From an optimization exercise on the open Yosys and OpenROAD flow, aimed at small area, a short achievable clock period and few clock cycles; shortcuts taken in it are not production practice.
The RTL was checked by simulation tests, not by an equivalence proof against the original design.

Design mtr_engine, start of the top module:
module mtr_engine (
    input  wire        clk,
    input  wire        rst,
    input  wire        in_valid,
    output wire        in_ready,
    input  wire        in_op,       
    input  wire [2:0]  in_meter,
    input  wire [31:0] in_now,      
    input  wire [13:0] in_len,      
    input  wire [1:0]  in_pre,      
    input  wire [31:0] in_cir,      
    input  wire [31:0] in_pir,      
    input  wire [23:0] in_cbs,      
    input  wire [23:0] in_pbs,      
    input  wire        in_mode,
    input  wire        in_aware,
    input  wire        in_reset,
    input  wire [7:0]  in_ladj,     
    input  wire [5:0]  in_act,      
    input  wire [5:0]  in_ycls,
    input  wire [5:0]  in_rcls,
    output reg         out_valid,
    output reg  [1:0]  out_colour,
    output reg         out_drop,
    output reg         out_reclass,
    output reg  [5:0]  out_class,
    output reg  [46:0] out_tc,
    output reg  [46:0] out_tp
);
    localparam NM = 8;
    assign in_ready = 1'b1;
    function [46:0] scale;
        input [23:0] x;
        begin
            scale = ({23'd0, x} << 23) - ({23'd0, x} << 18) - ({23'd0, x} << 17)
                  + ({23'd0, x} << 12) + ({23'd0, x} << 9);
        end
    endfunction
    function [4:0] msb;
        input [31:0] x;
        integer k;
        begin
            msb = 5'd0;
  ...
==> flow/config.mk <==
export PLATFORM = sky130hd
export DESIGN_NAME = mtr_engine
export DESIGN_NICKNAME = mtr_engine
export VERILOG_FILES = /design/flow/design.v
export SDC_FILE = /design/flow/constraint.sdc
export NUM_CORES = 4
export LEC_CHECK = 0
export ABC_AREA = 1
export CAP_MARGIN = 45
export CORE_MARGIN = 2
export CORE_UTILIZATION = 50
export SLEW_MARGIN = 40
==> flow/constraint.sdc <==
create_clock -name core_clock -period 33.0 [get_ports {clk}]
set_input_delay 6.6000 -clock core_clock [delete_from_list [all_inputs] [get_ports {clk}]]
set_output_delay 6.6000 -clock core_clock [all_outputs]
set_load 0.01 [all_outputs]
standard.sh (not shown) runs the stock make flow with config.mk's settings and CLKGATE_MAP_FILE= SYNTH_SCRIPT=/design/flow/synth_recipe.tcl, a recipe that flattens the netlist after the stock synthesis.
==> flow/flow/run.sh <==
#!/bin/bash
# The standard layout, with repair_timing asked to leave 24.8 ns of setup slack
# at the design's own clock period, so that it keeps working on paths that
# already meet the clock. Make's output goes to its own log here; each ORFS
# step keeps its own log under orfs/logs.
set -euo pipefail
bash standard.sh SETUP_SLACK_MARGIN=24.8 finish > standard_finish.log 2>&1
Testbench counts at the start, summed over its fixed seeds: cycles 24,032.
Next try:
- CTS_CLUSTER_DIAMETER: not set -> 110
- CTS_CLUSTER_SIZE: not set -> 22
Result:
- routed wire length goes down by 0.46%
- via count fell by 0.94%
- die area is unchanged
- register-to-register slack stays flat
- clock skew goes up by 0.014 ns
- flip-flop and latch count stays the same
- cell area fell by 2.7%
- non-clock buffer count grows by 11
- hold slack is better by 0.019 ns
Next try:
==> flow/flow/run.sh (replaced) <==
#!/bin/bash
# The standard layout, with repair_timing asked to leave 25 ns of setup slack
# at the design's own clock period, so that it keeps working on paths that
# already meet the clock. Make's output goes to its own log here; each ORFS
# step keeps its own log under orfs/logs.
set -euo pipefail
bash standard.sh SETUP_SLACK_MARGIN=25 finish > standard_finish.log 2>&1
- ABC_AREA: 1 -> not set
- CTS_CLUSTER_DIAMETER: 110 -> not set
- CTS_CLUSTER_SIZE: 22 -> not set
Outcome:
- area after synthesis is lower by 2.4%
- global-route usage drops by 0.87 points
Next try:
==> flow/flow/run.sh (replaced) <==
#!/bin/bash
# The standard layout, with repair_timing asked to leave 24 ns of setup slack
# at the design's own clock period, so that it keeps working on paths that
# already meet the clock. Make's output goes to its own log here; each ORFS
# step keeps its own log under orfs/logs.
set -euo pipefail
bash standard.sh SETUP_SLACK_MARGIN=24 finish > standard_finish.log 2>&1
- CORE_UTILIZATION: 50 -> 62
The changed run completed without violations.
Global-route usage climbs by 8.4 points.
Clock skew drops by 0.026 ns.
Hold slack improves by 0.0034 ns.
Setup slack degrades by 0.70 ns.
Critical path depth drops by 35.
Non-clock buffer count drops by 298.
Design area drops by 3.7%.
Final cell count drops by 6.3%.

* * *

## v6
mtr_engine again, from the RTL that the note above started with.
clock: 33.0 ns
lec_check: 0
abc_area: 1
cap_margin: 45
core_margin: 2
core_utilization: 50
slew_margin: 40
==> flow/flow/run.sh <==
#!/bin/bash
# The standard layout, with repair_timing asked to leave 25 ns of setup slack
# at the design's own clock period, so that it keeps working on paths that
# already meet the clock. Make's output goes to its own log here; each ORFS
# step keeps its own log under orfs/logs.
set -euo pipefail
bash standard.sh SETUP_SLACK_MARGIN=25 finish > standard_finish.log 2>&1
Both conditions hold for v6: the flow ran to the end and the final layout passed the timing, design-rule and antenna checks.
Testbench counts of v6, summed over its fixed seeds: cycles 24,032.
Relative to v6, the following input files were edited for v7:
Settings: ABC_AREA: 1 -> unset; CORE_UTILIZATION: 50 -> 40.
==> flow/flow/run.sh <==
#!/bin/bash
# The standard layout, with repair_timing asked to leave 24 ns of setup slack
# at the design's own clock period, so that it keeps working on paths that
# already meet the clock. Make's output goes to its own log here; each ORFS
# step keeps its own log under orfs/logs.
set -euo pipefail
bash standard.sh SETUP_SLACK_MARGIN=24 finish > standard_finish.log 2>&1
--- outcome ---
- Taking v6 as the reference, in v7 multi-input combinational gate total decreased by about 17% relative to the old numbers; combined area of all synthesized cells decreased by 4400 um2 relative to the old numbers; core utilization decreased by 11 points relative to the old numbers.
- Diff v6 -> v7: vertical die dimension up 10%; sum of routed wire length over all layers moved down.

==> port drivers added, routing unchanged <==
How much do the figures lean on ideal ports? The routed layouts below were timed once more, with nothing changed but the port constraints. Step 1: set_driving_cell puts a clkbuf_16 on clk and a buf_2 on each other input, an assumption about the parent block. Step 2 moves the port delays by t, midway between the first and last clock arrival at a register: inputs arrive t later, outputs are due t later. That takes back most of the time a late clock gives input paths. Slacks: no drivers / after step 1 / after step 2; pairs: no drivers / after step 1.
run | shift t [ns] | setup slack, ns | worst setup path at the end
the first run of note 1 | 1.045 | 24.780 / 24.668 / 24.796 | input to register
the second run of note 1 | 1.031 | 24.794 / 24.684 / 24.873 | input to register
the third run of note 1 | 1.010 | 24.720 / 24.707 / 24.720 | register to register
the fourth run of note 1 | 1.013 | 24.021 / 23.917 / 24.217 | register to register
v6 | 1.044 | 24.772 / 24.661 / 24.795 | input to register
v7 | 1.078 | 24.028 / 23.905 / 24.131 | register to register
After both steps every run listed still meets setup and hold.
